This design comes from an exercise in tuning for small area on the open sky130 flow, not from production work. In this exercise RTL edits were held to simulation tests only and were not proved equivalent to the original. No activity file was given, so power comes from the tool's default toggle rates.

==> flow/run.sh <==
#!/bin/bash
# synth_recipe.tcl (not shown) runs the flow's synth.tcl, then flattens the netlist and writes it again
# the make line also repeats each setting of config.mk as NAME=value (left out here)
make -C /OpenROAD-flow-scripts/flow DESIGN_CONFIG=/design/flow/config.mk WORK_HOME=/design/flow/orfs CLKGATE_MAP_FILE= SYNTH_SCRIPT=/design/flow/synth_recipe.tcl finish
==> flow/config.mk <==
export PLATFORM = sky130hd
export DESIGN_NAME = sd_channel
export DESIGN_NICKNAME = sd_channel
export VERILOG_FILES = /design/flow/design.v
export SDC_FILE = /design/flow/constraint.sdc
export NUM_CORES = 4
export LEC_CHECK = 0
export CAP_MARGIN = 20
export CORE_MARGIN = 2
export CORE_UTILIZATION = 40
export CTS_CLUSTER_DIAMETER = 60
export CTS_CLUSTER_SIZE = 40
export SLEW_MARGIN = 20
==> flow/constraint.sdc <==
create_clock -name core_clock -period 12.0 [get_ports {clk}]
set_input_delay 2.4000 -clock core_clock [delete_from_list [all_inputs] [get_ports {clk}]]
set_output_delay 2.4000 -clock core_clock [all_outputs]
set_load 0.01 [all_outputs]
==> flow/design.v <==
module sd_rca #(
    parameter W = 8
) (
    input  wire [W-1:0] a,
    input  wire [W-1:0] b,
    input  wire         ci,
    output wire [W-1:0] s,
    output wire         co
);
    wire [W:0] c;
    assign c[0] = ci;
    genvar i;
    generate
        for (i = 0; i < W; i = i + 1) begin : g_bit
            assign s[i]   = a[i] ^ b[i] ^ c[i];
            assign c[i+1] = (a[i] & b[i]) | (c[i] & (a[i] ^ b[i]));
        end
    endgenerate
    assign co = c[W];
endmodule
module sd_inc #(
    parameter W = 8
) (
    input  wire [W-1:0] a,
    input  wire         ci,
    output wire [W-1:0] s,
    output wire         co
);
    wire [W:0] c;
    assign c[0] = ci;
    genvar i;
    generate
        for (i = 0; i < W; i = i + 1) begin : g_bit
            assign s[i]   = a[i] ^ c[i];
            assign c[i+1] = a[i] & c[i];
        end
    endgenerate
    assign co = c[W];
endmodule
module sd_cla48 (
    input  wire [47:0] a,
    input  wire [47:0] b,
    input  wire        ci,
    output wire [47:0] s
);
    wire [47:0] p = a ^ b;
    wire [47:0] g = a & b;
    wire [12:0] bc;
    wire [47:0] c;
    assign bc[0] = ci;
    genvar j, i;
    generate
        for (j = 0; j < 12; j = j + 1) begin : g_blk
            wire [3:0] pp = p[4*j+3:4*j];
            wire [3:0] gg = g[4*j+3:4*j];
            wire bp = &pp;
            wire bg = gg[3] | (pp[3] & gg[2]) | (pp[3] & pp[2] & gg[1]) |
                      (pp[3] & pp[2] & pp[1] & gg[0]);
            assign bc[j+1] = bg | (bp & bc[j]);
            assign c[4*j] = bc[j];
            for (i = 0; i < 3; i = i + 1) begin : g_in
                assign c[4*j+i+1] = gg[i] | (pp[i] & c[4*j+i]);
            end
        end
    endgenerate
    assign s = p ^ c;
endmodule
module sd_mdiv (
    input  wire        clk,
    input  wire        clr,
    input  wire [6:0]  ival,      
    input  wire [8:0]  mval,      
    input  wire [2:0]  nmul,      
    input  wire        ld,        
    input  wire [5:0]  dig,
    input  wire        go,        
    output wire        last,      
    output wire        pre,       
    output reg  [24:0] q,         
    output reg         neg
);
    localparam S_INIT = 3'd0, S_MUL = 3'd1, S_IDLE = 3'd2, S_DIV = 3'd3, S_FIN = 3'd4;
    reg [2:0]  st;
    reg [4:0]  cnt;
    reg [2:0]  mcnt;
    reg [47:0] rem;
    reg [46:0] dv;
    wire [3:0] mtop = mval[8] ? 4'd7 : mval[7] ? 4'd6 : mval[6] ? 4'd5 :
                      mval[5] ? 4'd4 : mval[4] ? 4'd3 : mval[3] ? 4'd2 : 4'd1;
    wire       mbit = mval[cnt[3:0]];
    wire       ild  = (st == S_INIT);
    wire       mul  = (st == S_MUL);
    wire       dvs  = (st == S_DIV) | go;
    wire       zr   = ~|rem;
    wire       sub  = dvs & ~rem[47] & (~neg | ~zr);
    wire       bon  = mul ? mbit : ~sub;       
    wire [47:0] bop = {sub, {47{bon}} & dv | {47{sub}} & ~dv};
    wire [47:0] alu;
    sd_cla48 u_alu (.a({rem[46:0], 1'b0}), .b(bop), .ci(sub), .s(alu));
    wire [5:0] idig = (cnt[2:0] == 3'd7) ? ival[5:0] :
                      (cnt[2:0] == 3'd6) ? {5'd0, ival[6]} : 6'd0;
    wire [47:0] rem_n = (ld | ild) ? {ild ? idig : dig, rem[47:6]} : alu;
    assign last = (st == S_FIN);
    assign pre  = (st == S_DIV) & (cnt == 5'd7);
    always @(posedge clk) begin
        rem <= rem_n;
        q   <= {q[23:0], ~(rem[47] | (neg & zr))};    
        if (ld) neg <= dig[5];
        if (clr) begin
            st   <= S_INIT;
            cnt  <= 5'd7;
            mcnt <= 3'd0;
        end else begin
            case (st)
                S_INIT: begin
                    cnt <= cnt - 5'd1;
                    if (cnt[2:0] == 3'd0) begin
                        dv  <= rem_n[46:0];
                        st  <= S_MUL;
                        cnt <= {1'b0, mtop};
                    end
                end
                S_MUL: begin
                    cnt <= cnt - 5'd1;
                    if (cnt == 5'd0) begin
                        dv   <= alu[46:0];
                        mcnt <= mcnt + 3'd1;
                        cnt  <= {1'b0, mtop};
                        if (mcnt + 3'd1 == nmul) st <= S_IDLE;
                    end
                end
                S_IDLE: begin
                    if (go) begin
                        st  <= S_DIV;
                        cnt <= 5'd23;
                    end
                end
                S_DIV: begin
                    cnt <= cnt - 5'd1;
                    if (cnt == 5'd0) st <= S_FIN;
                end
                default: st <= S_IDLE;
            endcase
        end
    end
endmodule
module sd_fdiv (
    input  wire        clk,
    input  wire        clr,
    input  wire [5:0]  fr,
    input  wire        ld,        
    input  wire [1:0]  dig,
    input  wire        sgn,       
    input  wire        go,        
    output wire        last,      
    output reg  [15:0] q,         
    output reg         neg
);
    localparam S_INIT = 2'd0, S_MUL = 2'd1, S_IDLE = 2'd2, S_DIV = 2'd3;
    reg [1:0]  st;
    reg [3:0]  cnt;
    reg        mcnt;
    reg [16:0] rem;
    reg [15:0] dv;
    wire [2:0] mtop = fr[5] ? 3'd4 : fr[4] ? 3'd3 : fr[3] ? 3'd2 : 3'd1;
    wire       mbit = fr[cnt[2:0]];
    wire        ild  = (st == S_INIT);
    wire        mul  = (st == S_MUL);
    wire        sub  = ~mul & ~neg;
    wire [16:0] rem2 = {rem[15:0], 1'b0};
    wire [16:0] alu;
    wire        co;
    sd_rca #(.W(17)) u_alu (.a(rem2), .b({1'b0, dv} ^ {17{sub}}), .ci(sub), .s(alu), .co(co));
    wire        acc  = mul ? mbit : neg ? (alu[16] | ~|alu) : co;
    wire [1:0]  idig = (cnt[2:0] == 3'd7) ? fr[1:0] : (cnt[2:0] == 3'd6) ? fr[3:2] :
                       (cnt[2:0] == 3'd5) ? fr[5:4] : 2'd0;
    wire [16:0] rem_n = (ld | ild) ? {~ild & sgn, ild ? idig : dig, rem[15:2]} :
                        acc ? alu : rem2;
    assign last = (st == S_DIV) & (cnt == 4'd0);
    always @(posedge clk) begin
        rem <= rem_n;
        q   <= {q[14:0], acc ^ neg};
        if (ld) neg <= sgn;
        if (clr) begin
            st   <= S_INIT;
            cnt  <= 4'd7;
            mcnt <= 1'b0;
        end else begin
            case (st)
                S_INIT: begin
                    cnt <= cnt - 4'd1;
                    if (cnt[2:0] == 3'd0) begin
                        dv  <= rem_n[15:0];
                        st  <= S_MUL;
                        cnt <= {1'b0, mtop};
                    end
                end
                S_MUL: begin
                    cnt <= cnt - 4'd1;
                    if (cnt == 4'd0) begin
                        dv   <= rem_n[15:0];
                        mcnt <= 1'b1;
                        cnt  <= {1'b0, mtop};
                        if (mcnt) st <= S_IDLE;
                    end
                end
                S_IDLE: begin
                    if (go) begin
                        st  <= S_DIV;
                        cnt <= 4'd14;
                    end
                end
                default: begin
                    cnt <= cnt - 4'd1;
                    if (cnt == 4'd0) st <= S_IDLE;
                end
            endcase
        end
    end
endmodule
module sd_channel (
    input  wire        clk,
    input  wire        rst,             
    input  wire        en,              
    input  wire [2:0]  cfg_order,       
    input  wire [8:0]  cfg_decim,       
    input  wire [6:0]  cfg_len,         
    input  wire        cfg_fen,         
    input  wire [5:0]  cfg_fr,          
    input  wire [3:0]  cfg_fcnt,        
    input  wire [15:0] cfg_fast_hi,     
    input  wire [15:0] cfg_fast_lo,     
    input  wire        sd_valid,        
    input  wire        sd_bit,
    input  wire        clr_stuck,       
    input  wire        clr_fast_trip,   
    output reg         res_valid,
    output wire [31:0] res_value,       
    output wire [7:0]  res_qual,        
    output wire [15:0] res_count,       
    output reg         fast_valid,
    output wire [15:0] fast_value,      
    output reg         stat_stuck,
    output reg         stat_fast_trip
);
    wire clr  = rst | ~en;
    wire fclr = clr | ~cfg_fen;
    wire take = en & sd_valid & ~rst;
    reg  [2:0] ph;
    wire [2:0] ph_n;
    sd_inc #(.W(3)) u_ph (.a(ph), .ci(1'b1), .s(ph_n), .co());
    always @(posedge clk) ph <= ph_n;
    wire ph0 = (ph == 3'd0);
    wire ph1 = (ph == 3'd1);
    wire ph7 = (ph == 3'd7);
    reg        xnew;           
    reg        fst;            
    reg [6:0]  run;            
    reg [10:0] sc;             
    wire        same     = ~fst & (sd_bit == xnew);
    wire        run_sat  = &run;
    wire [6:0]  run_inc;
    sd_inc #(.W(7)) u_run (.a(run), .ci(~run_sat), .s(run_inc), .co());
    wire [6:0]  run_n    = same ? run_inc : 7'd0;
    wire        stuck_n  = &run_n;
    wire        stuck_end = ~fst & ~same & run_sat;
    wire        sc_sat   = &sc;
    wire [10:0] sc_inc;
    sd_inc #(.W(11)) u_sc (.a(sc), .ci(~sc_sat), .s(sc_inc), .co());
    wire [10:0] sc_n     = (fst | stuck_end) ? 11'd1 : sc_inc;
    wire [10:0] kr_a = cfg_order[2] ? {cfg_decim, 2'b00} :
                       cfg_order[1] ? {1'b0, cfg_decim, 1'b0} : 11'd0;
    wire [10:0] kr_b = cfg_order[0] ? {2'b00, cfg_decim} : 11'd0;
    wire [10:0] kr, need;
    sd_rca #(.W(11)) u_kr   (.a(kr_a), .b(kr_b), .ci(1'b0), .s(kr), .co());
    sd_rca #(.W(11)) u_need (.a(kr), .b({4'd0, cfg_len}), .ci(1'b0), .s(need), .co());
    wire        sc_ge;
    sd_rca #(.W(11)) u_scmp (.a(sc), .b(~need), .ci(1'b1), .s(), .co(sc_ge));
    always @(posedge clk) begin
        if (take) begin
            xnew <= sd_bit;
            run  <= run_n;
        end
        if (clr)       fst <= 1'b1;
        else if (take) fst <= 1'b0;
        if (take) sc <= sc_n;
    end
    reg  [8:0] dcnt;           
    reg  [5:0] fdcnt;          
    reg  [1:0] fidx;           
    reg  [6:0] nbl;            
    wire [8:0] dcnt_inc;
    wire [5:0] fdcnt_inc;
    wire [6:0] nbl_dec;
    sd_inc #(.W(9)) u_dcnt  (.a(dcnt), .ci(1'b1), .s(dcnt_inc), .co());
    sd_inc #(.W(6)) u_fdcnt (.a(fdcnt), .ci(1'b1), .s(fdcnt_inc), .co());
    sd_rca #(.W(7)) u_nbl   (.a(nbl), .b(7'h7F), .ci(1'b0), .s(nbl_dec), .co());
    wire       wend  = (dcnt_inc == cfg_decim);
    wire       fwend = (fdcnt_inc == cfg_fr);
    wire       nbl_z = ~|nbl;
    reg pend;                  
    reg p_old;                 
    reg upd;                   
    reg cw, ws, fcw, fws;      
    reg fwq_cmp;               
    reg xr;                    
    reg q_settle, q_stuck;     
    wire d_end = ~|dcnt;
    wire d_beg = (dcnt == 9'd1);
    wire f_end = ~|fdcnt;
    wire f_beg = (fdcnt == 6'd1);
    always @(posedge clk) begin
        if (clr) begin
            dcnt <= 9'd0;
            nbl  <= cfg_len;
            pend <= 1'b0;
            upd  <= 1'b0;
        end else begin
            if (take) begin
                dcnt <= wend ? 9'd0 : dcnt_inc;
                if (~nbl_z) nbl <= nbl_dec;
            end
            if (take) pend <= 1'b1;
            else if (ph7) pend <= 1'b0;
            if (ph7) upd <= pend;
        end
        if (take) p_old <= nbl_z;
        if (ph7) begin
            cw  <= d_end;
            ws  <= pend & d_beg;
            fcw <= f_end & cfg_fen;
            fws <= pend & f_beg;
        end
        if (ph7 & pend & d_end) begin     
            q_settle <= ~sc_ge;
            q_stuck  <= &run;
        end
        if (ph0) xr <= xnew;
    end
    always @(posedge clk) begin
        if (fclr) begin
            fdcnt <= 6'd0;
            fidx  <= 2'd0;
        end else if (take) begin
            fdcnt <= fwend ? 6'd0 : fdcnt_inc;
            if (fwend) begin
                fwq_cmp <= fidx[1] & ~stuck_n;
                fidx    <= {fidx[1] | fidx[0], ~fidx[1] & ~fidx[0]};
            end
        end
    end
    reg zf, zc;
    always @(posedge clk) begin
        if (clr) zf <= 1'b1; else if (ph7 & zc) zf <= 1'b0;
        zc <= clr ? 1'b0 : ph7 ? 1'b1 : zc;
    end
    reg [63:0] hr;
    reg        hc;             
    reg        xo;             
    reg [7:0]  bsum;           
    wire [5:0] old_idx = cfg_len[5:0] - 6'd1;
    wire [7:0] hn      = upd ? {hr[6:0], ph0 ? xnew : hc} : hr[7:0];
    always @(posedge clk) begin
        hr <= {hn, hr[63:8]};
        hc <= hr[7];
        if (upd && ph == old_idx[5:3]) xo <= hn[old_idx[2:0]];
    end
    wire       bchg   = ~p_old | (xnew ^ xo);
    wire       btwo   = p_old;
    wire [7:0] bdelta = ~bchg ? 8'd0 : xnew ? {6'd0, btwo, ~btwo} : {6'h3F, 1'b1, ~btwo};
    wire [7:0] bsum_a;
    sd_rca #(.W(8)) u_bsum (.a(bsum), .b(bdelta), .ci(1'b0), .s(bsum_a), .co());
    wire [7:0] bsum_n = (cfg_len == 7'd0) ? {{7{~xnew}}, 1'b1} : bsum_a;
    always @(posedge clk) begin
        if (clr) bsum <= 8'd0;
        else if (upd & ph0) bsum <= bsum_n;
    end
    reg [47:0] ir1, ir2, ir3, ir4, ir5;
    reg [47:0] cr2, cr3, cr4, cr5;
    reg [5:1]  icy;            
    reg [5:2]  cby;            
    wire [5:0] bdig = ph0 ? bsum_n[5:0] : ph1 ? {{4{bsum[7]}}, bsum[7:6]} : {6{bsum[7]}};
    wire k1  = ~cfg_order[2] & ~cfg_order[1];                    
    wire kle2 = ~cfg_order[2] & ~(cfg_order[1] & cfg_order[0]);   
    wire kle3 = ~cfg_order[2];                                    
    wire kle4 = ~(cfg_order[2] & cfg_order[0]);                   
    wire m1 = zf | kle4;
    wire m2 = zf | kle3;
    wire m3 = zf | kle2;
    wire m4 = zf | k1;
    wire m5 = zf | ws;
    wire n2 = zf | k1;
    wire n3 = zf | kle2;
    wire n4 = zf | kle3;
    wire n5 = zf | kle4;
    wire [5:0] io1 = ir1[5:0] & {6{~m1}};
    wire [5:0] io2 = ir2[5:0] & {6{~m2}};
    wire [5:0] io3 = ir3[5:0] & {6{~m3}};
    wire [5:0] io4 = ir4[5:0] & {6{~m4}};
    wire [5:0] io5 = ir5[5:0] & {6{~m5}};
    wire [5:0] cn2 = cr2[5:0] | {6{n2}};    
    wire [5:0] cn3 = cr3[5:0] | {6{n3}};
    wire [5:0] cn4 = cr4[5:0] | {6{n4}};
    wire [5:0] cn5 = cr5[5:0] | {6{n5}};
    wire [5:0] s1, s2, s3, s4, s5;
    wire [5:1] ic;
    sd_rca #(.W(6)) u_i1 (.a(io1), .b(bdig & {6{upd}}), .ci(icy[1] & ~ph0), .s(s1), .co(ic[1]));
    sd_rca #(.W(6)) u_i2 (.a(io2), .b(s1 & {6{upd}}),   .ci(icy[2] & ~ph0), .s(s2), .co(ic[2]));
    sd_rca #(.W(6)) u_i3 (.a(io3), .b(s2 & {6{upd}}),   .ci(icy[3] & ~ph0), .s(s3), .co(ic[3]));
    sd_rca #(.W(6)) u_i4 (.a(io4), .b(s3 & {6{upd}}),   .ci(icy[4] & ~ph0), .s(s4), .co(ic[4]));
    sd_rca #(.W(6)) u_i5 (.a(io5), .b(s4 & {6{upd}}),   .ci(icy[5] & ~ph0), .s(s5), .co(ic[5]));
    wire [5:0] c2, c3, c4, c5;
    wire [5:2] cc;
    sd_rca #(.W(6)) u_c2 (.a(s5), .b(cn2), .ci(cby[2] | ph0), .s(c2), .co(cc[2]));
    sd_rca #(.W(6)) u_c3 (.a(c2), .b(cn3), .ci(cby[3] | ph0), .s(c3), .co(cc[3]));
    sd_rca #(.W(6)) u_c4 (.a(c3), .b(cn4), .ci(cby[4] | ph0), .s(c4), .co(cc[4]));
    sd_rca #(.W(6)) u_c5 (.a(c4), .b(cn5), .ci(cby[5] | ph0), .s(c5), .co(cc[5]));
    wire cwu = cw & upd;
    always @(posedge clk) begin
        ir1 <= {s1, ir1[47:6]};
        ir2 <= {s2, ir2[47:6]};
        ir3 <= {s3, ir3[47:6]};
        ir4 <= {s4, ir4[47:6]};
        ir5 <= {s5, ir5[47:6]};
        cr2 <= {cwu ? ~s5 : cn2, cr2[47:6]};
        cr3 <= {cwu ? ~c2 : cn3, cr3[47:6]};
        cr4 <= {cwu ? ~c3 : cn4, cr4[47:6]};
        cr5 <= {cwu ? ~c4 : cn5, cr5[47:6]};
        icy <= ic;
        cby <= cc;
    end
    wire        m_last, m_pre;
    wire [24:0] m_q;
    wire        m_neg;
    reg         m_go;
    always @(posedge clk) m_go <= cwu & ph7 & ~clr;
    sd_mdiv u_mdiv (
        .clk(clk), .clr(clr),
        .ival({cfg_len[6:1], cfg_len[0] | ~|cfg_len}), .mval(cfg_decim), .nmul(cfg_order),
        .ld(cwu), .dig(c5), .go(m_go),
        .last(m_last), .pre(m_pre), .q(m_q), .neg(m_neg)
    );
    wire [23:0] rv_lo;
    wire        rv_co;
    sd_inc #(.W(24)) u_rv (.a(m_q[24:1]), .ci(m_q[0]), .s(rv_lo), .co(rv_co));
    assign res_value = {{7{m_neg & ~rv_co}}, rv_co ^ m_neg, rv_lo};
    assign res_qual = {1'b0, q_stuck, 3'b000, q_settle, 1'b0, q_settle | q_stuck};
    reg  [15:0] rcr;
    reg         rcy;           
    reg         ri;            
    reg         rcz, rcc;      
    wire        ph2  = (ph == 3'd2);
    wire [1:0]  rch  = rcr[1:0] & {2{~rcz}};
    wire        rcin = ri & (ph2 | rcy);
    wire [1:0]  rcs;
    wire        rco;
    sd_inc #(.W(2)) u_rc (.a(rch), .ci(rcin), .s(rcs), .co(rco));
    assign res_count = rcr;
    always @(posedge clk) begin
        rcr <= {rcs, rcr[15:2]};
        rcy <= rco;
        ri  <= m_pre ? 1'b1 : ph1 ? 1'b0 : ri;
        if (rst) rcz <= 1'b1; else if (ph1 & rcc) rcz <= 1'b0;
        rcc <= rst ? 1'b0 : ph1 ? 1'b1 : rcc;
    end
    always @(posedge clk) begin
        if (rst) res_valid <= 1'b0;
        else     res_valid <= m_last & ~clr;
    end
    reg [15:0] fi1, fi2, fi3, fd2, fd3;
    reg [3:1]  ficy;
    reg [3:2]  fdcy;
    wire [1:0] xdig = ph0 ? {~xnew, 1'b1} : {2{~xr}};
    wire [1:0] fio1 = fi1[1:0] & {2{~zf}};
    wire [1:0] fio2 = fi2[1:0] & {2{~zf}};
    wire [1:0] fio3 = fi3[1:0] & {2{~(zf | fws)}};
    wire [1:0] fdn2 = fd2[1:0] | {2{zf}};    
    wire [1:0] fdn3 = fd3[1:0] | {2{zf}};
    wire [1:0] fs1, fs2, fs3, fc2, fc3;
    wire [3:1] fic;
    wire [3:2] fcc;
    sd_rca #(.W(2)) u_fi1 (.a(fio1), .b(xdig & {2{upd}}), .ci(ficy[1] & ~ph0), .s(fs1), .co(fic[1]));
    sd_rca #(.W(2)) u_fi2 (.a(fio2), .b(fs1 & {2{upd}}),  .ci(ficy[2] & ~ph0), .s(fs2), .co(fic[2]));
    sd_rca #(.W(2)) u_fi3 (.a(fio3), .b(fs2 & {2{upd}}),  .ci(ficy[3] & ~ph0), .s(fs3), .co(fic[3]));
    sd_rca #(.W(2)) u_fc2 (.a(fs3),  .b(fdn2), .ci(fdcy[2] | ph0), .s(fc2), .co(fcc[2]));
    sd_rca #(.W(2)) u_fc3 (.a(fc2),  .b(fdn3), .ci(fdcy[3] | ph0), .s(fc3), .co(fcc[3]));
    wire fcwu = fcw & upd;
    always @(posedge clk) begin
        fi1 <= {fs1, fi1[15:2]};
        fi2 <= {fs2, fi2[15:2]};
        fi3 <= {fs3, fi3[15:2]};
        fd2 <= {fcwu ? ~fs3 : fdn2, fd2[15:2]};
        fd3 <= {fcwu ? ~fc2 : fdn3, fd3[15:2]};
        ficy <= fic;
        fdcy <= fcc;
    end
    reg fz;
    always @(posedge clk) fz <= (ph0 | fz) & ~|fc3;
    wire f_sgn = fc3[1] & ~(fz & ~fc3[0] & xr);
    wire        f_last;
    wire [15:0] f_q;
    wire        f_neg;
    reg         f_go;
    always @(posedge clk) f_go <= fcwu & ph7 & ~fclr;
    sd_fdiv u_fdiv (
        .clk(clk), .clr(fclr), .fr(cfg_fr),
        .ld(fcwu), .dig(fc3), .sgn(f_sgn), .go(f_go),
        .last(f_last), .q(f_q), .neg(f_neg)
    );
    wire [14:0] fv_lo;
    wire        fv_co;
    sd_inc #(.W(15)) u_fv (.a(f_q[15:1]), .ci(f_q[0]), .s(fv_lo), .co(fv_co));
    assign fast_value = (~f_neg & fv_co) ? 16'h7FFF : {fv_co ^ f_neg, fv_lo};
    wire gt_hi, lt_lo;
    sd_rca #(.W(16)) u_ghi (.a({~fast_value[15], fast_value[14:0]}), .b({cfg_fast_hi[15], ~cfg_fast_hi[14:0]}),
                            .ci(1'b0), .s(), .co(gt_hi));
    sd_rca #(.W(16)) u_llo (.a({~cfg_fast_lo[15], cfg_fast_lo[14:0]}), .b({fast_value[15], ~fast_value[14:0]}),
                            .ci(1'b0), .s(), .co(lt_lo));
    wire beyond = gt_hi | lt_lo;
    reg  [3:0] tcnt;           
    wire [3:0] tcnt_i;
    sd_inc #(.W(4)) u_tc (.a(tcnt), .ci(~tcnt[3]), .s(tcnt_i), .co());
    wire [3:0] tcnt_n = (fwq_cmp & beyond) ? tcnt_i : 4'd0;
    wire       t_ge;
    sd_rca #(.W(4)) u_tcmp (.a(tcnt_n), .b(~cfg_fcnt), .ci(1'b1), .s(), .co(t_ge));
    wire       trips  = t_ge;            
    always @(posedge clk) begin
        if (fclr) tcnt <= 4'd0;
        else if (fast_valid) tcnt <= tcnt_n;
        if (rst) fast_valid <= 1'b0;
        else     fast_valid <= f_last & ~fclr;
    end
    always @(posedge clk) begin
        if (rst) begin
            stat_stuck     <= 1'b0;
            stat_fast_trip <= 1'b0;
        end else begin
            stat_stuck     <= (stat_stuck & ~clr_stuck) | (take & stuck_n);
            stat_fast_trip <= (stat_fast_trip & ~clr_fast_trip) | (fast_valid & trips);
        end
    end
endmodule
==> metrics.cfg, run 1 <==
[placement]
dp_worst_setup_slack_ns=0.333
post-dp-hpwl_mm=45.9
gp_congestion=0.825
portBuffers=139

[clock_tree]
cts_tree=yes
cts_root_buffer=clkbuf_16
cts_sinks=879
cts_resized=0
cts.hold.buffers_added=0
insertion_delay_ns=0.64
cts.clk_slew.worst_paths_ns=0.12
postCtsSetupBuffers=0
cts_buffers=53
htreeDepth=2
cts_buffer_depth=3

[worst_hold_path]
min_path_cells=0
min_from=ir1[44]
whs_endpoint=ir1[38]
min_path_type=reg -> reg

[global_routing]
grt_pass1_wl_mm=103
grt_pass1_vias=19400
grt_start_max_net_pins=78
grt_usage_pct=15.6
antenna_found_initial=1
gr-total-overflow=0

[drt]
firstDrtPassIters=5
drt_iter0_markers=1101
vias=18800
antenna_left=0
drc_errors=0
wl_per_cell_um=15.8
drt_wl_total_mm=63.0
via_per_inst=4.72

[yosys]
ys_seq_area_share_pct=58.7
async_flop_share_pct=0
synth-seq-cells=879
syn-cell-area_sq_um=31700
synth_cells=2749
synth_cell_types=78
synth-edff-count=101
yosysWarnings=3
synth_ff_type=dfxtp_1
syn-mean-instance-area_sq_um=11.5

[sta]
hold_viol_final=0
fin_crit_sh_pct=91.5
final_max_slew_viol_count=0
skew_ns=0.0471
hold-worst-slack_ns=0.309
clock.fmax_ghz=0.0911
min_period_ns=10.98
finalSetupTns_ns=0
fin_ws_ns=1.02
tightest_slew_ns=1.08
relSlewSlack_pct=27.9
rsz0062_at_grt=false
setup_violations=0

[worst_setup_path]
required_ns=12.53
rr_startpoint=xnew
r2r-end=u_mdiv.rem[47]
slowest_stage=fa_1
rr_worst_depth=28
endpoint_kind=flip-flop
cpMostUsedCell=fa_1
worstSetupPathType=in -> reg
cp.arrival_ns=11.51
critPathLaunchType=primary input
crit_path_max_fanout=4
ff2ff_setup_slack_ns=2.48
slowest_delay_ns=0.57

[finish]
final-seq-area_sq_um=18600
syn_to_final_growth_pct=15.1
multi_input_area_sq_um=11800
drive_gt1_share_pct=6.94
layout.nets=3276
fillers=7072

[floorplanning]
io_pins=145
initial_core_util_pct=40.2
core_area_sq_um=78700
die_h_um=285
row_count=103
die_area_sq_um=81500
dieWidth_um=285

[run_status]
status=no timing/DRC/antenna violations

[power_and_ir_drop]
power.density_nw_per_um2=154
p_leak_nw=15.3
max-vdd-ir-drop_mv=0.102

[run]
maxCapViolations=0

## layout by cell type (no fill, tap or decap), types with 5 or more instances in the layout
master	instances
dfxtp_1	777
nor2_1	243
inv_1	242
nand2_1	198
ha_1	193
a21oi_1	155
clkdlybuf4s50_1	139
fa_1	134
o21ai_0	121
edfxtp_1	101
clkbuf_16	56
xnor2_1	51
and2_1	49
nor3_1	33
buf_4	31
nand3_1	28
or2_2	25
mux2_2	24
a21o_1	21
nand2b_1	21
nor4_1	20
nor2b_1	18
nand4_1	17
xor2_1	17
and3_1	16
a211oi_1	12
clkinv_16	12
o21a_1	11
a31oi_1	9
or3_1	9
mux2i_1	8
o22ai_1	8
a22oi_1	8
o211ai_1	7
inv_8	7
inv_6	6
clkinv_8	6
a21boi_0	5
conb_1	5
## synthesized netlist by cell type (20+ instances only)
cell,n,share of area (%)
nand2_1,198,2.3
a21o_1,21,0.50
nand2b_1,22,0.43
edfxtp_1,101,9.6
ha_1,193,7.6
dfxtp_1,778,49
nand3_1,28,0.44
or2_2,25,0.49
o21ai_0,121,1.9
nor3_1,33,0.52
inv_1,242,2.9
a21oi_1,156,2.5
mux2_2,24,0.85
fa_1,134,8.5
nor2_1,245,2.9
xnor2_1,51,1.4
clkbuf_1,66,0.78
and2_1,49,0.97
nor4_1,20,0.39
## metal layers
layer,part of all wire (%),wire length [um],global-route usage [%],up-vias
li1,-,-,-,9296
met1,46,29100,20.8,9029
met2,48,30000,26.5,363
met3,3.9,2470,2.34,88
met4,2.1,1320,3.97,2
met5,0.019,12,0,-
## layout make-up
cell class | instances | area share [%]
sequential | 879 | 51.0
multi-input combinational | 1533 | 32.3
timing repair buffer | 170 | 4.45
clock buffer | 56 | 3.84
tap | 1050 | 3.60
inverter | 243 | 2.50
clock inverter | 44 | 2.27
antenna | 1 | 0.00686
## power by group
group,total (mW),switching (mW),internal (mW)
Clock,2.22,1.19,1.04
Sequential,3.04,0.0335,3.01
Combinational,0.359,0.190,0.169
## through the flow
step	area [sq um]	utilization, %	cells	power, mW
after CTS	36500	46.3	3975	5.69
after floorplan	31700	-	2753	3.33
after global routing	36500	46.3	3975	5.86
after global placement	34300	43.5	3875	3.45
final	36500	46.3	3976	5.62
after detailed placement	34300	43.5	3875	3.47
## worst max-delay path, delay by kind of cell
| family | cells | cell delay [ns] |
|---|---|---|
| and+or+nand+nor | 9 | 1.39 |
| AOI/OAI and AO/OA | 2 | 0.22 |
| adders and majority gates | 14 | 6.63 |
| buffers and inverters | 4 | 0.84 |
## flip-flops by register name, indices dropped and copies added, names as in the netlist, 11 cells and up
register,flops
cr2,48
cr3,48
cr4,48
cr5,48
fd2,16
fd3,16
fi1,16
fi2,16
fi3,16
hr,64
ir1,48
ir2,48
ir3,48
ir4,48
ir5,48
rcr,16
sc,11
u_fdiv.dv,16
u_fdiv.q,16
u_fdiv.rem,16
u_mdiv.dv,47
u_mdiv.q,25
u_mdiv.rem,48
## kinds of logic after synthesis
logic type / after synthesis / share of synthesized area, %
flops: 879 / 58.7
simple gates: 697 / 10.2
xor+xnor: 68 / 1.88
fa+ha+maj: 327 / 16.1
compound gates: 399 / 7.46
mux: 37 / 1.47
buf+inv: 341 / 4.22
other cells: 1 / 0.0118
## worst max path at each step
stage / end / slack [ns] / startpoint / cells after the start
after CTS: u_mdiv.rem[47] / 0.98 / cfg_len[6] / 29
after global routing: u_mdiv.rem[47] / 0.65 / cfg_len[6] / 29
after detailed placement: u_mdiv.rem[47] / 0.33 / cfg_len[6] / 29
after floorplan: u_mdiv.rem[47] / 1.38 / cfg_len[0] / 28
after global placement: u_mdiv.rem[47] / 0.47 / cfg_len[6] / 29
final: u_mdiv.rem[47] / 1.02 / cfg_len[6] / 29
==> run 2, diff against run 1 <==
--- a/flow/config.mk
+++ b/flow/config.mk
@@ -9,5 +9,5 @@
 export CORE_MARGIN = 2
 export CORE_UTILIZATION = 40
-export CTS_CLUSTER_DIAMETER = 60
-export CTS_CLUSTER_SIZE = 40
+export CTS_CLUSTER_DIAMETER = 50
+export CTS_CLUSTER_SIZE = 35
 export SLEW_MARGIN = 20
==> run 2 against run 1 <==
Still clean. Sequential power about the same. Combinational power about the same. Via count up 0.69%. Core utilization up 0.62 points. Cell count up 0.98%. Global-route usage up 0.27 points. Critical path depth unchanged. Synthesized cell count unchanged. Hold slack worse by 0.012 ns. Largest cell class unchanged. Largest power group unchanged.
==> metrics.cfg, run 2 <==
[worst_setup_path]
rr_startpoint=xnew
endpoint_kind=flip-flop
slowest_delay_ns=0.57  ; about the same
crit_path_max_fanout=4  ; unchanged
slowest_stage=fa_1
required_ns=12.50  ; -0.03 ns
path_buf_inv=4  ; unchanged
critPathLaunchType=primary input
cpMostUsedCell=fa_1
worstSetupPathType=in -> reg
ff2ff_setup_slack_ns=2.45  ; -0.03 ns
rr_worst_depth=28  ; unchanged
cp.arrival_ns=11.51  ; about the same
r2r-end=u_mdiv.rem[47]
critical_path.startpoint=cfg_len[6]
cp_top_family=adder cells

[floorplanning]
io_pins=145  ; unchanged
die_h_um=285  ; unchanged
dieWidth_um=285  ; unchanged
core_area_sq_um=78700  ; unchanged
initial_core_util_pct=40.2  ; unchanged
row_count=103  ; unchanged
die_area_sq_um=81500  ; unchanged

[yosys]
yosysWarnings=3  ; unchanged
synth_ff_type=dfxtp_1
synth-edff-count=101  ; unchanged
syn-mean-instance-area_sq_um=11.5  ; unchanged
post-synth-top-count-cell=dfxtp_1
synth-seq-cells=879  ; unchanged
synth_cells=2749  ; unchanged
ys_seq_area_share_pct=58.7  ; unchanged
synthTopCellsByArea=dfxtp_1, edfxtp_1, fa_1
syn-cell-area_sq_um=31700  ; unchanged
yosysTopAreaCell=dfxtp_1
synth_common_cells=dfxtp_1, nor2_1, inv_1
async_flop_share_pct=0  ; unchanged
synth_cell_types=78  ; unchanged
synth_top_area_share_pct=49.1  ; unchanged

[sta]
fin_crit_sh_pct=91.7  ; +0.28 points
setup_violations=0  ; unchanged
tightest_slew_ns=1.08  ; +0.00444 ns
skew_ns=0.0424  ; -0.00474 ns
min_period_ns=11.01  ; +0.0337 ns
finalSetupTns_ns=0  ; unchanged
final_max_slew_viol_count=0  ; unchanged
relSlewSlack_pct=27.6  ; -0.30 points
rsz0062_at_grt=false
clock.fmax_ghz=0.0908  ; -0.31%
hold_viol_final=0  ; unchanged

[finish]
syn_to_final_growth_pct=16.7
largest_register=hr
antenna_cells=0  ; -1
mostFrequentLayoutCell=dfxtp_1
layout.nets=3298  ; +0.67%
drive_gt1_share_pct=8.06  ; +1.1 points
largest_reg_flops=64  ; unchanged
layout_common_cells=dfxtp_1, nor2_1, inv_1

[global_routing]
grt_start_max_net_pins=78  ; unchanged
gr-total-overflow=0  ; unchanged
met2_usage_pct=26.6  ; +0.036 points
antenna_found_initial=1  ; unchanged
grt_usage_pct=15.8  ; +0.27 points
grt_pass1_wl_mm=104  ; +1.1%
grt_pass1_vias=19700  ; +1.5%
met3_usage_pct=2.93  ; +0.58 points
groute.layer.met1.usage_pct=20.9  ; +0.11 points
grt.busiest_layer=met2

[worst_hold_path]
whs_endpoint=cr2[13]
min_path_type=reg -> reg
min_from=cr2[19]
min_path_cells=0  ; unchanged

[placement]
gp_congestion=0.825  ; unchanged
portBuffers=139  ; unchanged
post-dp-hpwl_mm=45.9  ; unchanged

[clock_tree]
cts_buffer_depth=3  ; unchanged
cts_resized=0  ; unchanged
cts_tree=yes
cts_sinks=879  ; unchanged
insertion_delay_ns=0.64  ; about the same
postCtsSetupBuffers=0  ; unchanged
cts_root_buffer=clkbuf_16
cts.clk_slew.worst_paths_ns=0.10  ; -0.02 ns
cts.hold.buffers_added=0  ; unchanged
htreeDepth=3  ; +1
cts_buffers=75  ; +42%

[power_and_ir_drop]
finalPower_mw=5.99  ; +6.4%
max-vdd-ir-drop_mv=0.0950  ; -7.2%
p_clk_share_pct=43.2  ; +3.6 points
p_leak_nw=15.5  ; +1.8%
swShare_pct=24.2  ; -0.91 points
p_sw_mw=1.45  ; +2.6%
power.density_nw_per_um2=162  ; +5.0%
combPwrFrac_pct=6.0  ; -0.4 points
internal_power_mw=4.54  ; +7.7%
seqPwrFrac_pct=50.8  ; -3.3 points

[drt]
drt_wl_total_mm=63.9  ; +1.4%
drt_iter0_markers=1114  ; +1.2%
drc_errors=0  ; unchanged
wl_per_cell_um=15.9  ; +0.41%
firstDrtPassIters=6  ; +1
via_per_inst=4.71  ; -0.29%
vias=18900  ; +0.69%
antenna_left=0  ; unchanged

[run_status]
status=no timing/DRC/antenna violations

[run]
maxCapViolations=0  ; unchanged

run 2: how the worst max path moves through the flow:
stage,endpoint,slack [ns],depth (start not counted)
floorplan,u_mdiv.rem[47],1.38,28
global placement,u_mdiv.rem[47],0.47,29
detailed placement,u_mdiv.rem[47],0.33,29
CTS,u_mdiv.rem[47],0.95,29
global route,u_mdiv.rem[47],0.61,28
finish,u_mdiv.rem[47],0.99,29
run 2: power by group through the flow:
stage          Clock, mW  Sequential [mW]  Combinational (mW)
2_1_floorplan          0             3.09               0.236
3_3_place_gp           0             3.11               0.347
3_5_place_dp           0             3.11               0.360
4_1_cts             2.65             3.04               0.364
5_1_grt             2.78             3.04               0.411
6_report            2.59             3.04               0.359
run 2: area by class of cell:
cell class                 instances  area [sq um]
clock buffer                      82          1970
clock inverter                    58           757
fill                            7052         41800
inverter                         243           912
multi-input combinational       1533         11800
sequential                       879         18600
tap                             1050          1310
timing repair buffer             170          1620
run 2: layer usage:
layer,vias up,wire length (um)
li1,9367,-
met2,383,30400
met4,2,1440
met3,91,2600
met1,9064,29400
met5,-,12
run 2: cells by family (layout without fill, tap and decap cells):
| logic type | Yosys count | after routing | share of synthesized area [%] |
|---|---|---|---|
| flops | 879 | 879 | 58.7 |
| simple gates | 697 | 697 | 10.2 |
| compound gates | 399 | 399 | 7.46 |
| buf+inv | 341 | 553 | 4.22 |
| fa+ha+maj | 327 | 327 | 16.1 |
| xor+xnor | 68 | 68 | 1.88 |
| mux | 37 | 37 | 1.47 |
| other cells | 1 | 5 | 0.0118 |
run 2: per-stage QoR:
step	instance area (sq um)	setup slack, ns	util (%)	cells	hold slack, ns
floorplan	31700	1.38	-	2753	0.310
global placement	34300	0.474	43.5	3875	0.310
detailed placement	34300	0.333	43.5	3875	0.312
CTS	37000	0.950	47.0	4015	0.291
global route	37000	0.605	47.0	4015	0.303
finish	37000	0.991	47.0	4015	0.297
==> run 3, diff against run 2 <==
--- a/flow/config.mk
+++ b/flow/config.mk
@@ -9,5 +9,3 @@
 export CORE_MARGIN = 2
 export CORE_UTILIZATION = 40
-export CTS_CLUSTER_DIAMETER = 50
-export CTS_CLUSTER_SIZE = 35
 export SLEW_MARGIN = 20
==> run 3 against run 2 <==
Fmax barely moved. Core utilization rose by 0.27 points. Register-to-register slack got worse by 0.03 ns. Critical endpoint unchanged. First-iteration DRC count rose by 0.72%. Sequential cell count did not move. Clock skew fell by 0.0035 ns. Via count rose by 0.56%. Synthesized area did not move. Still clean. Sequential power barely moved.
==> metrics.cfg, run 3 <==
[run_status]
status=no timing/DRC/antenna violations

[clock_tree]
cts_buffers=85  ; +13%
cts.clk_slew.worst_paths_ns=0.06  ; -0.04 ns
htreeDepth=3  ; unchanged
cts_resized=0  ; unchanged
postCtsSetupBuffers=0  ; unchanged
cts.hold.buffers_added=0  ; unchanged
cts_sinks=879  ; unchanged
cts_tree=yes
insertion_delay_ns=0.64  ; about the same
cts_buffer_depth=3  ; unchanged
cts_root_buffer=clkbuf_16

[finish]
largest_register=hr
syn_to_final_growth_pct=17.4
layout_common_cells=dfxtp_1, nor2_1, inv_1
drive_gt1_share_pct=7.94  ; -0.12 points
final_util_pct=47.2  ; +0.27 points
mostFrequentLayoutCell=dfxtp_1
layout.nets=3308  ; +0.30%
largest_reg_flops=64  ; unchanged

[sta]
tightest_slew_ns=1.12  ; +0.0333 ns
finalSetupTns_ns=0  ; unchanged
clock.fmax_ghz=0.0908  ; about the same
rsz0062_at_grt=false
relSlewSlack_pct=25.6  ; -2.0 points
hold_viol_final=0  ; unchanged
setup_violations=0  ; unchanged
min_period_ns=11.01  ; +0.00367 ns
fin_crit_sh_pct=91.8  ; about the same
skew_ns=0.0388  ; -0.00353 ns
final_max_slew_viol_count=0  ; unchanged

[drt]
firstDrtPassIters=5  ; -1
vias=19000  ; +0.56%
drc_errors=0  ; unchanged
antenna_left=0  ; unchanged
wl_per_cell_um=15.9  ; -0.11%
via_per_inst=4.71  ; about the same
drt_iter0_markers=1122  ; +0.72%
drt_wl_total_mm=64.1  ; +0.41%

[worst_setup_path]
worstSetupPathType=in -> reg
rr_startpoint=xnew
ff2ff_setup_slack_ns=2.42  ; -0.03 ns
rr_worst_depth=28  ; unchanged
cpMostUsedCell=fa_1
endpoint_kind=flip-flop
crit_path_max_fanout=4  ; unchanged
critPathLaunchType=primary input
slowest_stage=fa_1
r2r-end=u_mdiv.rem[47]
cp.arrival_ns=11.53  ; +0.02 ns
slowest_delay_ns=0.57  ; about the same
required_ns=12.51  ; about the same

[yosys]
synth-adder-area-share_pct=16.1  ; unchanged
yosysWarnings=3  ; unchanged
synth-edff-count=101  ; unchanged
synth_cells=2749  ; unchanged
synth_ff_type=dfxtp_1
synth-seq-cells=879  ; unchanged
synth_top_area_share_pct=49.1  ; unchanged
synth_common_cells=dfxtp_1, nor2_1, inv_1
synthMuxAreaShare_pct=1.47  ; unchanged
syn-mean-instance-area_sq_um=11.5  ; unchanged
synthXorXnorAreaFrac_pct=1.88  ; unchanged
synth_top_family_by_area=adder cells
async_flop_share_pct=0  ; unchanged
syn-cell-area_sq_um=31700  ; unchanged
ys_seq_area_share_pct=58.7  ; unchanged
yosysTopAreaCell=dfxtp_1
synth_compound_area_share_pct=7.46  ; unchanged
post-synth-top-count-cell=dfxtp_1
synthTopCellsByArea=dfxtp_1, edfxtp_1, fa_1
yosys.area_share.simple_pct=10.2  ; unchanged
synth_cell_types=78  ; unchanged

[floorplanning]
initial_core_util_pct=40.2  ; unchanged
die_h_um=285  ; unchanged
core_area_sq_um=78700  ; unchanged
dieWidth_um=285  ; unchanged
die_area_sq_um=81500  ; unchanged
io_pins=145  ; unchanged
row_count=103  ; unchanged

[placement]
portBuffers=139  ; unchanged
gp_congestion=0.825  ; unchanged
post-dp-hpwl_mm=45.9  ; unchanged

[worst_hold_path]
whs_endpoint=hr[20]
min_path_cells=0  ; unchanged
min_path_type=reg -> reg
min_from=hr[28]

[global_routing]
grt_pass1_vias=19800  ; +0.32%
grt_usage_pct=15.9  ; +0.046 points
gr-total-overflow=0  ; unchanged
grt_pass1_wl_mm=105  ; +0.62%
grt_start_max_net_pins=78  ; unchanged
antenna_found_initial=3  ; +2

[power_and_ir_drop]
max-vdd-ir-drop_mv=0.116  ; +22%
p_leak_nw=15.7  ; +0.75%
power.density_nw_per_um2=165  ; +1.8%

[run]
maxCapViolations=0  ; unchanged

[run 3: cell count changes in the layout (fill, tap and decap cells not counted), moves of 2 or more]
cell,change
bufinv_16,+3
clkbuf_1,+20
clkbuf_16,+8
clkbuf_8,+17
clkinv_2,+3
clkinv_4,-7
clkinv_8,-7
clkinvlp_4,-2
diode_2,+2
inv_12,-4
inv_16,-2
inv_6,-7
inv_8,-5
[run 3: logic make-up (layout without fill, tap and decap cells)]
logic type / Yosys count / after routing
flops: 879 / 879
xor+xnor: 68 / 68
other cells: 1 / 7
fa+ha+maj: 327 / 327
compound gates: 399 / 399
mux: 37 / 37
buf+inv: 341 / 572
simple gates: 697 / 697
[run 3: how the worst max path moves through the flow]
stage,startpoint,to,depth (start not counted)
final,cfg_len[6],u_mdiv.rem[47],29
after global routing,cfg_len[6],u_mdiv.rem[47],29
after CTS,cfg_len[6],u_mdiv.rem[47],29
after detailed placement,cfg_len[6],u_mdiv.rem[47],29
after global placement,cfg_len[6],u_mdiv.rem[47],29
after floorplan,cfg_len[0],u_mdiv.rem[47],28
[run 3: per-stage QoR]
stage               worst slack (ns)  hold WS, ns  power (mW)  cell area, sq um  std cells
finish                         0.987        0.321        6.13             37200       4036
global route                   0.617        0.322        6.38             37200       4035
CTS                            0.952        0.316        6.20             37200       4034
detailed placement             0.333        0.312        3.47             34300       3875
global placement               0.474        0.310        3.45             34300       3875
floorplan                       1.38        0.310        3.33             31700       2753
[run 3: metal layers]
layer	vias to the layer above	part of all wire (%)	track usage (%)
li1	9388	-	-
met1	9103	46	21.1
met2	411	48	26.6
met3	108	4.0	2.70
met4	2	2.4	4.79
met5	-	0.019	0
[run 3: final cells by class]
cell class / count / area [sq um]
Inverter: 243 / 912
Fill cell: 7002 / 41600
Antenna cell: 2 / 5.00
Clock inverter: 32 / 459
Clock buffer: 127 / 2470
Multi-Input combinational cell: 1533 / 11800
Tap cell: 1050 / 1310
Sequential cell: 879 / 18600
Timing Repair Buffer: 170 / 1620
[run 3: critical path: cells and delay by family]
| family | cells | cell delay (ns) |
|---|---|---|
| AO/OA/AOI/OAI | 2 | 0.22 |
| AND/OR/NAND/NOR | 9 | 1.40 |
| buffers and inverters | 4 | 0.85 |
| adder cells (fa/ha/maj) | 14 | 6.63 |
[run 3: where the power goes]
| group | leakage, nW | internal [mW] | total [mW] | switching [mW] |
|---|---|---|---|---|
| clock network | 1.43 | 1.60 | 2.73 | 1.13 |
| registers | 7.26 | 3.01 | 3.04 | 0.0333 |
| logic | 6.98 | 0.169 | 0.360 | 0.190 |
==> run 4, diff against run 3 <==
--- a/flow/config.mk
+++ b/flow/config.mk
@@ -6,6 +6,9 @@
 export NUM_CORES = 4
 export LEC_CHECK = 0
+export ABC_AREA = 0
 export CAP_MARGIN = 20
 export CORE_MARGIN = 2
 export CORE_UTILIZATION = 40
+export CTS_CLUSTER_DIAMETER = 120
+export CTS_CLUSTER_SIZE = 30
 export SLEW_MARGIN = 20
==> run 4 against run 3 <==
Fmax is 0.31% lower. Clock-buffer cell count is 78 lower. Core utilization is 2.4 points lower. Combinational power hardly changed. Still clean on timing, DRC and antenna. Hold slack worse by 0.0072 ns. Global-route usage is 0.49 points lower. Die area stayed put. Via count is 2.2% lower.
==> metrics.cfg, run 4 <==
[run_status]
status=no timing/DRC/antenna violations

[worst_hold_path]
min_path_cells=0  ; unchanged
whs_endpoint=ir1[5]
min_from=ir1[11]
min_path_type=reg -> reg

[global_routing]
grt_start_max_net_pins=78  ; unchanged
grt_pass1_wl_mm=102  ; -2.8%
antenna_found_initial=2  ; -1
grt_usage_pct=15.4  ; -0.49 points
gr-total-overflow=0  ; unchanged
grt_pass1_vias=19100  ; -3.5%

[placement]
post-dp-hpwl_mm=45.9  ; unchanged
dp_worst_setup_slack_ns=0.333  ; unchanged
dpl_cell_area_sq_um=34300  ; unchanged
gp_congestion=0.825  ; unchanged
dp.cells=3875  ; unchanged
portBuffers=139  ; unchanged

[drt]
vias=18600  ; -2.2%
wl_met1_mm=29.2  ; -0.91%
maxUsedRoutingLayer=met5
via_per_inst=4.73  ; +0.50%
drc_errors=0  ; unchanged
antenna_left=0  ; unchanged
wl_met3_mm=2.19  ; -15%
route.met2.wl_mm=30.1  ; -1.5%
drt_iter0_markers=1084  ; -3.4%
firstDrtPassIters=5  ; unchanged
drt_wl_total_mm=62.6  ; -2.4%
wl_per_cell_um=15.9  ; +0.30%

[sta]
finalSetupTns_ns=0  ; unchanged
fin_ws_ns=0.953  ; -0.0346 ns
skew_ns=0.0358  ; -0.00308 ns
hold-worst-slack_ns=0.313  ; -0.00724 ns
clock.fmax_ghz=0.0905  ; -0.31%
fin_crit_sh_pct=92.1  ; +0.29 points
hold_viol_final=0  ; unchanged
tightest_slew_ns=1.08  ; -0.0358 ns
min_period_ns=11.05  ; +0.0346 ns
rsz0062_at_grt=false
relSlewSlack_pct=27.9  ; +2.3 points
final_max_slew_viol_count=0  ; unchanged
setup_violations=0  ; unchanged

[yosys]
async_flop_share_pct=0  ; unchanged
syn-mean-instance-area_sq_um=11.5  ; unchanged
ys_seq_area_share_pct=58.7  ; unchanged
yosysTopAreaCell=dfxtp_1
yosysWarnings=3  ; unchanged
synth_cell_types=78  ; unchanged
synth-edff-count=101  ; unchanged
post-synth-top-count-cell=dfxtp_1
syn-cell-area_sq_um=31700  ; unchanged
synth_common_cells=dfxtp_1, nor2_1, inv_1
synthTopCellsByArea=dfxtp_1, edfxtp_1, fa_1
synth_top_area_share_pct=49.1  ; unchanged
synth_ff_type=dfxtp_1
synth-seq-cells=879  ; unchanged
synth_cells=2749  ; unchanged

[power_and_ir_drop]
p_sw_mw=1.10  ; -19%
p_leak_nw=14.7  ; -6.0%
max-vdd-ir-drop_mv=0.0855  ; -26%
seqPwrFrac_pct=62.9  ; +13 points
p_clk_share_pct=29.7  ; -15 points
finalPower_mw=4.83  ; -21%
combPwrFrac_pct=7.4  ; +1.5 points
internal_power_mw=3.74  ; -22%
power.density_nw_per_um2=137  ; -17%
swShare_pct=22.7  ; +0.66 points

[worst_setup_path]
critical_path.startpoint=cfg_len[6]
ff2ff_setup_slack_ns=2.42  ; about the same
r2r-end=u_mdiv.rem[47]
endpoint_kind=flip-flop
slowest_stage=fa_1
cpMostUsedCell=fa_1
rr_startpoint=xnew
worstSetupPathType=in -> reg
slowest_delay_ns=0.57  ; about the same
crit_path_max_fanout=4  ; unchanged
cp.arrival_ns=11.53  ; about the same
critPathLaunchType=primary input
rr_worst_depth=28  ; unchanged
required_ns=12.49  ; -0.02 ns

[clock_tree]
cts_sinks=879  ; unchanged
cts_root_buffer=clkbuf_16
cts_buffer_depth=3  ; unchanged
cts_resized=0  ; unchanged
postCtsSetupBuffers=0  ; unchanged
cts_buffers=35  ; -59%
cts.clk_slew.worst_paths_ns=0.11  ; +0.05 ns
cts_tree=yes
cts.hold.buffers_added=0  ; unchanged
insertion_delay_ns=0.61  ; -0.03 ns
htreeDepth=2  ; -1

[finish]
drive_gt1_share_pct=4.93  ; -3.0 points
final_cells=3928  ; -2.7%
antenna_cells=0  ; -2
largest_register=hr
final_util_pct=44.8  ; -2.4 points
design_area_sq_um=35300  ; -5.2%
syn_to_final_growth_pct=11.3
mostFrequentLayoutCell=dfxtp_1
largest_reg_flops=64  ; unchanged
layout_common_cells=dfxtp_1, nor2_1, inv_1
layout.nets=3258  ; -1.5%

[floorplanning]
row_count=103  ; unchanged
die_h_um=285  ; unchanged
initial_core_util_pct=40.2  ; unchanged
io_pins=145  ; unchanged
core_area_sq_um=78700  ; unchanged
dieWidth_um=285  ; unchanged
die_area_sq_um=81500  ; unchanged

[run]
maxCapViolations=0  ; unchanged

-- run 4: worst max-delay path by stage --
stage                     endpoint  cells past startpoint
floorplan           u_mdiv.rem[47]                     28
global route        u_mdiv.rem[47]                     29
global placement    u_mdiv.rem[47]                     29
finish              u_mdiv.rem[47]                     29
CTS                 u_mdiv.rem[47]                     29
detailed placement  u_mdiv.rem[47]                     29
-- run 4: kinds of logic after synthesis --
kind of cell	count (synthesis)	synth area share (%)
compound gates	399	7.46
xor+xnor	68	1.88
fa+ha+maj	327	16.1
buf+inv	341	4.22
flops	879	58.7
mux	37	1.47
other cells	1	0.0118
simple gates	697	10.2
-- run 4: layout make-up --
cell class              count  area [sq um]
fillers                  7206         43500
clock inverters             4          85.1
multi-input cells        1533         11800
well taps                1050          1310
inverters                 243           912
repair buffers            170          1620
clock buffers              49           928
flip-flops and latches    879         18600
-- run 4: layer usage --
layer / up-vias / GRT usage [%]
met3: 71 / 1.93
met5: - / 0
li1: 9218 / -
met4: 2 / 3.39
met1: 8953 / 20.8
met2: 351 / 26.5
-- run 4: power groups by stage --
| stage | Sequential [mW] | Combinational (mW) | Clock [mW] |
|---|---|---|---|
| detailed placement | 3.11 | 0.360 | 0 |
| finish | 3.04 | 0.359 | 1.44 |
| global placement | 3.11 | 0.347 | 0 |
| global route | 3.04 | 0.411 | 1.59 |
| floorplan | 3.09 | 0.236 | 0 |
| CTS | 3.04 | 0.364 | 1.49 |
-- run 4: critical path: cells and delay by family --
family / cells / cell delay (ns)
AO/OA/AOI/OAI: 2 / 0.22
buffers and inverters: 4 / 0.85
AND/OR/NAND/NOR: 9 / 1.41
adder cells (fa/ha/maj): 14 / 6.63
==> run 5, diff against run 4 <==
--- a/flow/config.mk
+++ b/flow/config.mk
@@ -6,9 +6,8 @@
 export NUM_CORES = 4
 export LEC_CHECK = 0
-export ABC_AREA = 0
 export CAP_MARGIN = 20
 export CORE_MARGIN = 2
 export CORE_UTILIZATION = 40
-export CTS_CLUSTER_DIAMETER = 120
+export CTS_CLUSTER_DIAMETER = 90
 export CTS_CLUSTER_SIZE = 30
 export SLEW_MARGIN = 20
==> run 5 against run 4 <==
Still clean on timing, DRC and antenna. Hold slack improved by 0.0079 ns. First-iteration DRC count increased by 7.7%. Sequential power about the same. Combinational power about the same. Global-route usage increased by 0.076 points. Critical endpoint unchanged. Largest cell class unchanged.
==> metrics.cfg, run 5 <==
[run_status]
status=no timing/DRC/antenna violations

[placement]
portBuffers=139  ; unchanged
gp_congestion=0.825  ; unchanged
post-dp-hpwl_mm=45.9  ; unchanged
dpl_cell_area_sq_um=34300  ; unchanged

[yosys]
synth-edff-count=101  ; unchanged
synth_common_cells=dfxtp_1, nor2_1, inv_1
post-synth-top-count-cell=dfxtp_1
synth_cell_types=78  ; unchanged
synth_ff_type=dfxtp_1
yosysWarnings=3  ; unchanged
synth_cells=2749  ; unchanged
synth-seq-cells=879  ; unchanged
yosysTopAreaCell=dfxtp_1
syn-cell-area_sq_um=31700  ; unchanged
synth_top_area_share_pct=49.1  ; unchanged
synthTopCellsByArea=dfxtp_1, edfxtp_1, fa_1
syn-mean-instance-area_sq_um=11.5  ; unchanged
ys_seq_area_share_pct=58.7  ; unchanged
async_flop_share_pct=0  ; unchanged

[floorplanning]
dieWidth_um=285  ; unchanged
io_pins=145  ; unchanged
initial_core_util_pct=40.2  ; unchanged
core_area_sq_um=78700  ; unchanged
die_h_um=285  ; unchanged
die_area_sq_um=81500  ; unchanged
row_count=103  ; unchanged

[run]
maxCapViolations=0  ; unchanged

[worst_setup_path]
cpMostUsedCell=fa_1
cp_top_family=adder cells
required_ns=12.49  ; about the same
critPathLaunchType=primary input
cp.arrival_ns=11.53  ; about the same
slowest_stage=fa_1
crit_path_max_fanout=4  ; unchanged
worstSetupPathType=in -> reg
ff2ff_setup_slack_ns=2.45  ; +0.03 ns
slowest_delay_ns=0.57  ; about the same
endpoint_kind=flip-flop
path_buf_inv=4  ; unchanged

[global_routing]
grt_start_max_net_pins=78  ; unchanged
grt_pass1_wl_mm=102  ; +0.43%
gr-total-overflow=0  ; unchanged
grt_usage_pct=15.5  ; +0.076 points
grt_pass1_vias=19200  ; +0.32%
antenna_found_initial=2  ; unchanged

[drt]
firstDrtPassIters=5  ; unchanged
vias=18600  ; -0.11%
antenna_left=0  ; unchanged
drt_iter0_markers=1168  ; +7.7%
drt_wl_total_mm=62.9  ; +0.42%
drc_errors=0  ; unchanged
wl_per_cell_um=16.0  ; +0.17%
via_per_inst=4.72  ; -0.36%

[sta]
tightest_slew_ns=1.09  ; +0.00686 ns
clock.fmax_ghz=0.0906  ; about the same
fin_crit_sh_pct=92.0  ; about the same
relSlewSlack_pct=27.5  ; -0.46 points
skew_ns=0.0330  ; -0.00275 ns
finalSetupTns_ns=0  ; unchanged
setup_violations=0  ; unchanged
rsz0062_at_grt=false
min_period_ns=11.04  ; -0.00608 ns
final_max_slew_viol_count=0  ; unchanged
hold_viol_final=0  ; unchanged

[finish]
layout_common_cells=dfxtp_1, nor2_1, inv_1
design_area_sq_um=35500  ; +0.72%
syn_to_final_growth_pct=12.1
layout.nets=3262  ; +0.12%
multi_input_area_sq_um=11800  ; unchanged
final-seq-area_sq_um=18600  ; unchanged
mostFrequentLayoutCell=dfxtp_1
largest_register=hr
antenna_cells=0  ; unchanged
drive_gt1_share_pct=5.51  ; +0.57 points
fillers=7186  ; -0.28%
largest_reg_flops=64  ; unchanged

[clock_tree]
cts.hold.buffers_added=0  ; unchanged
insertion_delay_ns=0.61  ; about the same
cts_root_buffer=clkbuf_16
cts_sinks=879  ; unchanged
cts_buffer_depth=3  ; unchanged
postCtsSetupBuffers=0  ; unchanged
cts.clk_slew.worst_paths_ns=0.11  ; about the same
cts_tree=yes
htreeDepth=2  ; unchanged
cts_resized=0  ; unchanged
cts_buffers=39  ; +11%

[power_and_ir_drop]
p_leak_nw=14.8  ; +0.87%
max-vdd-ir-drop_mv=0.0932  ; +9.0%
power.density_nw_per_um2=141  ; +2.7%

[worst_hold_path]
min_path_type=reg -> reg

==> run 5: kinds of logic after synthesis <==
| group | count (synthesis) | synth area share [%] |
|---|---|---|
| adder cells (fa/ha/maj) | 327 | 16.1 |
| flip-flops | 879 | 58.7 |
| AO/OA/AOI/OAI | 399 | 7.46 |
| multiplexers | 37 | 1.47 |
| other | 1 | 0.0118 |
| AND/OR/NAND/NOR | 697 | 10.2 |
| XOR/XNOR | 68 | 1.88 |
| buffers and inverters | 341 | 4.22 |
==> run 5: worst register-to-register path: cells and delay by family, from the launching register on <==
family	cells	cell delay, ns
buf+inv	3	0.31
flops	1	0.62
simple gates	9	1.73
compound gates	2	0.22
fa+ha+maj	13	6.37
mux	1	0.20
==> run 5: final cells by class <==
type                    count  share of cell area (%)
clock buffers              48                    2.96
clock inverters            15                   0.602
well taps                1050                    3.70
repair buffers            170                    4.57
multi-input cells        1533                    33.2
flip-flops and latches    879                    52.4
inverters                 243                    2.57
==> run 5: report_power, final <==
group	switching, mW	internal [mW]
clock	0.940	0.665
combinational	0.189	0.169
sequential	0.0333	3.01
total	1.16	3.84
==> run 5: worst paths after layout <==
path / startpoint / to / cells past startpoint
worst max register to register: xnew / u_mdiv.rem[47] / 28
worst max-delay path: cfg_len[6] / u_mdiv.rem[47] / 29
worst min register to register: cr4[24] / cr4[18] / 0
worst min-delay path: cr4[24] / cr4[18] / 0
==> run 5: per-layer routing <==
| layer | global-route usage (%) | part of all wire, % |
|---|---|---|
| met5 | 0 | 0.019 |
| met4 | 3.63 | 1.8 |
| met3 | 2.19 | 3.7 |
| met2 | 26.4 | 48 |
| met1 | 20.8 | 47 |
==> run 5: stage by stage <==
step                      power [mW]  hold slack, ns  setup slack [ns]  std cells  utilization [%]
after floorplan                 3.33           0.310              1.38       2753                -
after global placement          3.45           0.310             0.474       3875             43.5
after detailed placement        3.47           0.312             0.333       3875             43.5
after CTS                       5.07           0.321             0.933       3938             45.1
after global routing            5.23           0.318             0.599       3938             45.1
final                           5.00           0.321             0.959       3938             45.1
==> run 6, diff against run 5 <==
--- a/flow/config.mk
+++ b/flow/config.mk
@@ -6,4 +6,5 @@
 export NUM_CORES = 4
 export LEC_CHECK = 0
+export ABC_AREA = 1
 export CAP_MARGIN = 20
 export CORE_MARGIN = 2
==> run 6 against run 5 <==
Clock-buffer cell count up 1. Non-clock buffer count is 6 higher. Clock power grew 2%. Via count hardly changed. Largest power group unchanged. Hold slack lost 0.022 ns. Cell count increased by 4.7%. Largest cell class unchanged.
==> metrics.cfg, run 6 <==
[yosys]
synth_top_area_share_pct=49.5  ; +0.31 points
synth-seq-cells=879  ; unchanged
async_flop_share_pct=0  ; unchanged
synth-edff-count=101  ; unchanged
yosysWarnings=3  ; unchanged
ys_seq_area_share_pct=59.1  ; +0.37 points
synth_ff_type=dfxtp_1
synth_common_cells=dfxtp_1, nand2_1, inv_1
synth_cell_types=54  ; -31%
yosysTopAreaCell=dfxtp_1
post-synth-top-count-cell=dfxtp_1
syn-cell-area_sq_um=31500  ; -0.63%
synthTopCellsByArea=dfxtp_1, edfxtp_1, fa_1
syn-mean-instance-area_sq_um=10.8  ; -6.4%
synth_cells=2919  ; +6.2%

[placement]
gp_congestion=0.808  ; -2.1%
post-dp-hpwl_mm=42.0  ; -8.7%
portBuffers=139  ; unchanged
dp.cells=4058  ; +4.7%
dpl_cell_area_sq_um=34100  ; -0.33%

[power_and_ir_drop]
swShare_pct=23.8  ; +0.57 points
internal_power_mw=3.89  ; +1.3%
max-vdd-ir-drop_mv=0.107  ; +15%
power.density_nw_per_um2=144  ; +2.3%
p_clk_share_pct=32.1  ; about the same
seqPwrFrac_pct=59.8  ; -0.9 points
p_leak_nw=15.5  ; +4.6%
combPwrFrac_pct=8.1  ; +0.9 points
p_sw_mw=1.22  ; +4.6%
finalPower_mw=5.11  ; +2.1%

[clock_tree]
htreeDepth=2  ; unchanged
cts.clk_slew.worst_paths_ns=0.12  ; about the same
cts_root_buffer=clkbuf_16
cts_tree=yes
cts.hold.buffers_added=0  ; unchanged
insertion_delay_ns=0.62  ; about the same
cts_resized=0  ; unchanged
postCtsSetupBuffers=0  ; unchanged
cts_buffer_depth=3  ; unchanged
cts_buffers=40  ; +2.6%
cts_sinks=879  ; unchanged

[sta]
skew_ns=0.0472  ; +0.0142 ns
clock.fmax_ghz=0.0904  ; -0.24%
rsz0062_at_grt=false
hold_viol_final=0  ; unchanged
final_max_slew_viol_count=0  ; unchanged
setup_violations=0  ; unchanged
fin_crit_sh_pct=92.2  ; +0.22 points
finalSetupTns_ns=0  ; unchanged
min_period_ns=11.07  ; +0.0263 ns
relSlewSlack_pct=38.5  ; +11 points
tightest_slew_ns=0.921  ; -0.165 ns

[drt]
vias=18600  ; +0.038%
drt_wl_total_mm=58.4  ; -7.1%
wl_per_cell_um=14.2  ; -11%
antenna_left=0  ; unchanged
drt_iter0_markers=990  ; -15%
firstDrtPassIters=5  ; unchanged
via_per_inst=4.51  ; -4.5%
drc_errors=0  ; unchanged

[floorplanning]
core_area_sq_um=77700  ; -1.3%
io_pins=145  ; unchanged
row_count=102  ; -0.97%
dieWidth_um=285  ; -0.31%
die_h_um=285  ; -0.31%
die_area_sq_um=81000  ; -0.62%
initial_core_util_pct=40.5  ; +0.27 points

[finish]
layout_common_cells=dfxtp_1, nand2_1, inv_1
layout.nets=3456  ; +5.9%
mostFrequentLayoutCell=dfxtp_1
fillers=7262  ; +1.1%
final-seq-area_sq_um=18600  ; about the same
multi_input_area_sq_um=11000  ; -6.9%
largest_register=hr
syn_to_final_growth_pct=12.5
largest_reg_flops=64  ; unchanged
drive_gt1_share_pct=4.54  ; -0.96 points
final_util_pct=45.6  ; +0.50 points
final_cells=4124  ; +4.7%
design_area_sq_um=35400  ; -0.21%

[worst_setup_path]
critPathLaunchType=primary input
slowest_delay_ns=0.57  ; about the same
endpoint_kind=flip-flop
crit_path_max_fanout=9  ; +5
cp.arrival_ns=11.58  ; +0.05 ns
cpMostUsedCell=fa_1
slowest_stage=fa_1
required_ns=12.51  ; +0.02 ns
worstSetupPathType=in -> reg

[global_routing]
antenna_found_initial=4  ; +2
grt_pass1_wl_mm=94.4  ; -7.6%
grt_start_max_net_pins=83  ; +6.4%
gr-total-overflow=0  ; unchanged
grt_pass1_vias=17700  ; -7.4%
grt_usage_pct=14.5  ; -1.0 points

[worst_hold_path]
min_path_type=reg -> reg

[run_status]
status=no timing/DRC/antenna violations

[run]
maxCapViolations=0  ; unchanged

==> run 6: cell count changes after synthesis, sizes merged, moves of 24 or more <==
cell	delta
mux2	-24
inv	+176
a21oi	-93
nand2	+276
and2	-49
nor2	-77
o21ai	+122
==> run 6: power by group through the flow <==
stage	logic (mW)	clock network, mW	registers, mW
global route	0.485	1.80	3.06
finish	0.416	1.64	3.05
CTS	0.422	1.70	3.05
global placement	0.412	0	3.12
floorplan	0.281	0	3.11
detailed placement	0.418	0	3.12
==> run 6: layer usage <==
| layer | up-vias | GRT usage (%) | part of all wire [%] |
|---|---|---|---|
| met1 | 8739 | 21.1 | 50 |
| met3 | 59 | 1.91 | 3.7 |
| met5 | - | 0 | 0 |
| li1 | 9527 | - | - |
| met4 | 0 | 4.20 | 2.0 |
| met2 | 257 | 22.3 | 44 |
==> run 6: cell type report <==
type / instances / share of cell area [%]
clock buffers: 49 / 3.04
clock inverters: 14 / 0.621
repair buffers: 176 / 4.71
flip-flops and latches: 879 / 52.5
diodes: 3 / 0.0212
multi-input cells: 1543 / 31.0
well taps: 1040 / 3.67
inverters: 420 / 4.45
==> run 6: final timing paths <==
check | from | end | slack [ns] | cells past startpoint
worst max-delay path | cfg_len[0] | u_mdiv.rem[47] | 0.93 | 35
worst min-delay path | fi2[4] | fi2[2] | 0.30 | 0
worst max register to register | u_fdiv.st[0] | u_fdiv.dv[4] | 2.26 | 30
worst min register to register | fi2[4] | fi2[2] | 0.30 | 0
==> run 6: worst max-delay path, delay by kind of cell <==
| kind | cells | cell delay [ns] |
|---|---|---|
| AO/OA/AOI/OAI | 4 | 0.51 |
| adder cells (fa/ha/maj) | 15 | 6.65 |
| AND/OR/NAND/NOR | 6 | 0.56 |
| buffers and inverters | 10 | 1.46 |
==> run 6: stage by stage <==
stage / setup slack [ns] / hold WS, ns
3_3_place_gp: 0.399 / 0.310
2_1_floorplan: 1.03 / 0.310
3_5_place_dp: 0.264 / 0.312
5_1_grt: 0.434 / 0.316
4_1_cts: 0.949 / 0.307
6_report: 0.933 / 0.299
==> run 6: cell families after synthesis <==
kind of cell / Yosys count / share of synthesized area [%]
buf+inv: 501 / 6.13
flops: 879 / 59.1
fa+ha+maj: 327 / 16.2
other cells: 1 / 0.0119
simple gates: 751 / 9.70
xor+xnor: 63 / 1.75
compound gates: 397 / 7.14

==> afterwards: timing with drivers on the ports <==
In the flow no input, the clock included, has a driving cell. The finished layouts below were timed again as built, in two steps. Step 1: set_driving_cell puts a clkbuf_16 on clk and a buf_2 on each other input, an assumption about the parent block. Step 2 adds t to the input delays and takes it off the output delays; t is the mean of the earliest and latest rising clock arrival at the registers after step 1. Input paths then give back, and output paths get back, about the clock's delay inside the block. Three values: ideal, step 1, step 2; two values: the first two.
run	t, ns	setup slack, ns	worst setup path at the end	clock arrival spread, ns	cell pins on the clock port's net
run 1	0.682	1.025 / 1.005 / 0.323	input to register	0.047 / 0.048	1
run 2	0.674	0.991 / 0.969 / 0.295	input to register	0.047 / 0.046	1
run 3	0.675	0.987 / 0.965 / 0.290	input to register	0.039 / 0.038	1
run 4	0.653	0.953 / 0.934 / 0.282	input to register	0.038 / 0.037	1
run 5	0.653	0.959 / 0.936 / 0.284	input to register	0.034 / 0.035	1
run 6	0.657	0.933 / 0.970 / 0.313	input to register	0.050 / 0.050	1
After both steps setup and hold are still met in every run listed. For run 1, which loses most, drivers alone change the setup slack by -0.020 ns; drivers and shift together by -0.702 ns.
